This is an optimization exercise on Yosys and OpenROAD, whose aim is small area and a short achievable clock period, not a production implementation.
Only simulation tests tie the RTL to the original design; equivalence was not proved.
No activity file was given, so power comes from the tool's default toggle rates.

// pod_cvt
module pod_cvt (
    input  wire        clk,
    input  wire        rst,
    input  wire        in_valid,
    input  wire [31:0] in_x,        
    input  wire [3:0]  in_dtype,    
    input  wire        in_sr,       
    input  wire [31:0] in_w,        
    output reg         out_valid,
    output reg  [31:0] out_y,       
    output reg         out_nan      
);
    genvar gi;
    wire a_i4  = (in_dtype == 4'd0);
    wire a_i8  = (in_dtype == 4'd1);
    wire a_u8  = (in_dtype == 4'd2);
    wire a_u16 = (in_dtype == 4'd3);
    wire a_f4  = (in_dtype == 4'd4);
    wire a_e4  = (in_dtype == 4'd5);
    wire a_e5  = (in_dtype == 4'd6);
    wire a_h   = (in_dtype == 4'd7);
    wire a_bf  = (in_dtype == 4'd8);
    wire a_i32 = (in_dtype == 4'd10);
    wire a_int = a_i4 | a_i8 | a_u8 | a_u16 | a_i32;
    wire a_flt = a_f4 | a_e4 | a_e5 | a_h | a_bf;
    wire [7:0] ex  = in_x[30:23];
    wire       enz = |ex;
    wire       eff = &ex;
    wire       mnz = |in_x[22:0];
    wire [7:0] ex1 = {ex[7:1], ex[0] | ~enz};      
    wire [5:0] el = ex1[5:0];
    wire [5:0] s_int = 6'd30 - el;      
    wire [5:0] s_h   = 6'd6  - el;      
    wire [5:0] s_e5  = 6'd14 - el;      
    wire [5:0] s_e4  = 6'd21 - el;      
    wire [5:0] s_f4  = 6'd29 - el;      
    wire nrm_h  = (ex >= 8'd113);
    wire nrm_e4 = (ex >= 8'd121);
    wire nrm_f4 = (ex >= 8'd127);
  ...
Size in the first run: roughly 110 flip-flops, roughly 110 I/O pins, ~0.0069 sq mm of cells after synthesis.
==> flow/config.mk <==
export PLATFORM = sky130hd
export DESIGN_NAME = pod_cvt
export DESIGN_NICKNAME = pod_cvt
export VERILOG_FILES = /design/flow/design.v
export SDC_FILE = /design/flow/constraint.sdc
export NUM_CORES = 4
export LEC_CHECK = 0
export ABC_AREA = 1
export CAP_MARGIN = 20
export CORE_MARGIN = 2
export CORE_UTILIZATION = 40
export SLEW_MARGIN = 20
==> flow/constraint.sdc <==
create_clock -name core_clock -period 18.0 [get_ports {clk}]
set_input_delay 3.6000 -clock core_clock [delete_from_list [all_inputs] [get_ports {clk}]]
set_output_delay 3.6000 -clock core_clock [all_outputs]
set_load 0.01 [all_outputs]
standard.sh (not shown) runs the stock make flow with config.mk's settings and CLKGATE_MAP_FILE= SYNTH_SCRIPT=/design/flow/synth_recipe.tcl, a recipe that flattens the netlist after the stock synthesis.
==> flow/flow/run.sh <==
#!/bin/bash
# Own layout flow: ORFS, as standard.sh runs it, with these changes:
#  - synthesis (the same Yosys steps as synth_recipe.tcl, so the registers keep
#    their names and cells) maps the logic with ABC scripts of its own
#    (flow/abc_proc.tcl): the logic feeding the input registers with
#    flow/abc1.script at delay target flow/abc1_delay, the rest with
#    flow/abc.script at flow/abc_delay; Yosys's full-adder extraction is off
#    (ADDER_MAP_FILE empty) so that ABC sees all of the logic;
#  - ports are buffered (the same buffer_ports step) with the cell named in
#    flow/port_buffer;
#  - the layout steps get the make variables in flow/make_vars, if any
#    (optimisation settings such as repair_timing's setup margin).
# Each tool's output goes to a log of its own in this folder.
set -euo pipefail
W=$(pwd)
F=$W/flow
export OWN_ABC_D=$(cat $F/abc_delay)
export OWN_ABC_SCRIPT=$W/own_abc.script
sed "s/{D}/-D $OWN_ABC_D/g" $F/abc.script > $OWN_ABC_SCRIPT
if [[ -f $F/abc1.script ]]; then
  export OWN_ABC1_D=$(cat $F/abc1_delay)
  export OWN_ABC1_SCRIPT=$W/own_abc1.script
  sed "s/{D}/-D $OWN_ABC1_D/g" $F/abc1.script > $OWN_ABC1_SCRIPT
fi
{ head -n 1 $W/synth_recipe.tcl; cat $F/abc_proc.tcl; tail -n +2 $W/synth_recipe.tcl; } > $W/own_synth.tcl
SYN=SYNTH_SCRIPT=$W/own_synth.tcl
# the knobs standard.sh passes on make's command line
KNOBS=$(sed -n 's/^make .*CLKGATE_MAP_FILE= [^ ]* \(.*\) "\${@:-finish}"$/\1/p' $W/standard.sh)
BUF=$(cat $F/port_buffer 2>/dev/null || echo sky130_fd_sc_hd__buf_1)
# extra make variables for the layout steps (optimisation effort only)
EXTRA=$(cat $F/make_vars 2>/dev/null | tr '\n' ' ' || true)
MK="make -C $FLOW_HOME DESIGN_CONFIG=$W/config.mk WORK_HOME=$W/orfs CLKGATE_MAP_FILE="
eval "$MK $SYN $KNOBS ADDER_MAP_FILE= synth" > $W/log_synth.txt 2>&1
eval "$MK $SYN $KNOBS $EXTRA BUFFER_PORTS_ARGS=\"-buffer_cell $BUF\" finish" > $W/log_layout.txt 2>&1
R=$W/orfs/results/$FLOW_PLATFORM/pod_cvt/base
: # left out here: write the final layout as DEF
==> flow/flow/abc.script <==
strash
dc2
strash
dch
amap
==> flow/flow/abc_delay <==
6000
==> flow/flow/make_vars <==
SETUP_SLACK_MARGIN=12.5
Other scripts of this flow, unchanged in this note and not shown: flow/flow/abc1.script, flow/flow/abc1_delay, flow/flow/abc_proc.tcl, flow/flow/port_buffer
The starting point finished clean.
Rerun with:
==> flow/flow/abc.script (replaced) <==
strash
dc2
strash
dch
map {D}
buffer -p
upsize {D}
dnsize {D}
==> flow/flow/abc_delay (replaced) <==
3500
==> flow/flow/make_vars (replaced) <==
SETUP_SLACK_MARGIN=13
What happened: Flip-flop and latch count stays the same; wire length rises by 6.8%; total power falls by 2.8%; final cell count rises by 15%; non-clock buffer count falls by 33.
Rerun with:
==> flow/flow/make_vars (replaced) <==
SETUP_SLACK_MARGIN=12.6
Settings changed: CTS_BUF_LIST set to sky130_fd_sc_hd__clkbuf_8.
The changed run produced a clean layout. Worst setup slack gets worse by 0.12 ns. Maximum frequency goes down by about 2.4%. Clock power goes down by about 27%. Sequential share of layout area goes up by 2.2 points. Via count goes down by about 2.4%. Die area is unchanged. Power goes down by about 12%. Worst hold slack gets better by 0.0048 ns.

========
Another version of the RTL of pod_cvt (not shown whole).
For scale: ~110 flip-flops, ~110 I/O pins, ~7800 µm² of cells after synthesis.
==> flow/design.v (excerpt) <==
module pod_cvt (
    input  wire        clk,
    input  wire        rst,
    input  wire        in_valid,
    input  wire [31:0] in_x,        
    input  wire [3:0]  in_dtype,    
    input  wire        in_sr,       
    input  wire [31:0] in_w,        
    output reg         out_valid,
    output reg  [31:0] out_y,       
    output reg         out_nan      
);
export LEC_CHECK = 0
export ABC_AREA = 1
export CAP_MARGIN = 20
export CORE_MARGIN = 2
export CORE_UTILIZATION = 40
export SLEW_MARGIN = 20
create_clock -name core_clock -period 18.0 [get_ports {clk}]
==> flow/flow/run.sh <==
#!/bin/bash
# Own layout flow: ORFS, as standard.sh runs it, with these changes:
#  - synthesis (the same Yosys steps as synth_recipe.tcl, so the registers keep
#    their names and cells) maps the logic with ABC scripts of its own
#    (flow/abc_proc.tcl): the logic feeding the input registers with
#    flow/abc1.script at delay target flow/abc1_delay, the rest with
#    flow/abc.script at flow/abc_delay; Yosys's full-adder extraction is off
#    (ADDER_MAP_FILE empty) so that ABC sees all of the logic;
#  - ports are buffered (the same buffer_ports step) with the cell named in
#    flow/port_buffer.
# Each tool's output goes to a log of its own in this folder.
set -euo pipefail
W=$(pwd)
F=$W/flow
export OWN_ABC_D=$(cat $F/abc_delay)
export OWN_ABC_SCRIPT=$W/own_abc.script
sed "s/{D}/-D $OWN_ABC_D/g" $F/abc.script > $OWN_ABC_SCRIPT
if [[ -f $F/abc1.script ]]; then
  export OWN_ABC1_D=$(cat $F/abc1_delay)
  export OWN_ABC1_SCRIPT=$W/own_abc1.script
  sed "s/{D}/-D $OWN_ABC1_D/g" $F/abc1.script > $OWN_ABC1_SCRIPT
fi
{ head -n 1 $W/synth_recipe.tcl; cat $F/abc_proc.tcl; tail -n +2 $W/synth_recipe.tcl; } > $W/own_synth.tcl
SYN=SYNTH_SCRIPT=$W/own_synth.tcl
# the knobs standard.sh passes on make's command line
KNOBS=$(sed -n 's/^make .*CLKGATE_MAP_FILE= [^ ]* \(.*\) "\${@:-finish}"$/\1/p' $W/standard.sh)
BUF=$(cat $F/port_buffer 2>/dev/null || echo sky130_fd_sc_hd__buf_1)
MK="make -C $FLOW_HOME DESIGN_CONFIG=$W/config.mk WORK_HOME=$W/orfs CLKGATE_MAP_FILE="
eval "$MK $SYN $KNOBS ADDER_MAP_FILE= synth" > $W/log_synth.txt 2>&1
eval "$MK $SYN $KNOBS BUFFER_PORTS_ARGS=\"-buffer_cell $BUF\" finish" > $W/log_layout.txt 2>&1
R=$W/orfs/results/$FLOW_PLATFORM/pod_cvt/base
: # left out here: write the final layout as DEF
Other scripts of this flow, unchanged in this note and not shown: flow/flow/abc.script, flow/flow/abc1.script, flow/flow/abc1_delay, flow/flow/abc_delay, flow/flow/abc_proc.tcl, flow/flow/port_buffer
The baseline finished with timing, DRC and antenna clean.
Edit:
--- a/flow/flow/run.sh
+++ b/flow/flow/run.sh
@@ -8,5 +8,7 @@
 #    (ADDER_MAP_FILE empty) so that ABC sees all of the logic;
 #  - ports are buffered (the same buffer_ports step) with the cell named in
-#    flow/port_buffer.
+#    flow/port_buffer;
+#  - the layout steps get the make variables in flow/make_vars, if any
+#    (optimisation settings such as repair_timing's setup margin).
 # Each tool's output goes to a log of its own in this folder.
 set -euo pipefail
@@ -26,7 +28,9 @@
 KNOBS=$(sed -n 's/^make .*CLKGATE_MAP_FILE= [^ ]* \(.*\) "\${@:-finish}"$/\1/p' $W/standard.sh)
 BUF=$(cat $F/port_buffer 2>/dev/null || echo sky130_fd_sc_hd__buf_1)
+# extra make variables for the layout steps (optimisation effort only)
+EXTRA=$(cat $F/make_vars 2>/dev/null | tr '\n' ' ' || true)
 MK="make -C $FLOW_HOME DESIGN_CONFIG=$W/config.mk WORK_HOME=$W/orfs CLKGATE_MAP_FILE="
 eval "$MK $SYN $KNOBS ADDER_MAP_FILE= synth" > $W/log_synth.txt 2>&1
-eval "$MK $SYN $KNOBS BUFFER_PORTS_ARGS=\"-buffer_cell $BUF\" finish" > $W/log_layout.txt 2>&1
+eval "$MK $SYN $KNOBS $EXTRA BUFFER_PORTS_ARGS=\"-buffer_cell $BUF\" finish" > $W/log_layout.txt 2>&1
 R=$W/orfs/results/$FLOW_PLATFORM/pod_cvt/base
 : # left out here: write the final layout as DEF
==> flow/flow/make_vars (new file) <==
SETUP_SLACK_MARGIN=13.5
After rerunning: Setup slack improves by 1.4 ns. Final cell count rises by about 4%. Die area is unchanged. Global-route usage rises by 1.7 points. Maximum frequency rises by 29%. Non-clock buffer count rises by 56. Design area rises by 18%. First-iteration DRC count falls by about 19%.
Edit:
==> flow/flow/make_vars (replaced) <==
SETUP_SLACK_MARGIN=13
What happened: Non-clock buffer count is lower by 33; worst hold slack hardly moves; setup slack gets worse by 0.12 ns; cell count is lower by 2.0%; clock skew is higher by 0.0042 ns; utilization is lower by 5.5 points; via count is lower by 2.5%; power is lower by 3.3%; wire length is lower by 6.8%.

-- static timing again, ports no longer ideal --
How much do the figures lean on ideal ports? The routed layouts below were timed once more, with nothing changed but the port constraints.
Step 1, drivers: a clkbuf_16 drives clk and a buf_2 each remaining input, both assumed.
Step 2 times the ports against the registers' clock, not the clock port: input delays grow and output delays shrink by t, the midpoint of the rising clock arrivals with the driver on.
Three values: ideal, step 1, step 2; two values: the first two.
run | t, ns | setup slack, ns | clock arrival spread, ns
the first run of note 1 | 0.404 | 10.312 / 10.312 / 10.312 | 0.011 / 0.011
the second run of note 1 | 0.406 | 13.125 / 13.125 / 12.811 | 0.010 / 0.010
the third run of note 1 | 0.431 | 13.007 / 13.007 / 12.668 | 0.015 / 0.014
the first run of note 2 | 0.475 | 11.834 / 11.834 / 11.834 | 0.013 / 0.013
the second run of note 2 | 0.462 | 13.206 / 13.206 / 13.059 | 0.010 / 0.011
the third run of note 2 | 0.471 | 13.088 / 13.112 / 12.642 | 0.013 / 0.013
After both steps every run listed still meets setup and hold. For the third run of note 2, which loses most, drivers alone change the setup slack by +0.024 ns; drivers and shift together by -0.446 ns.
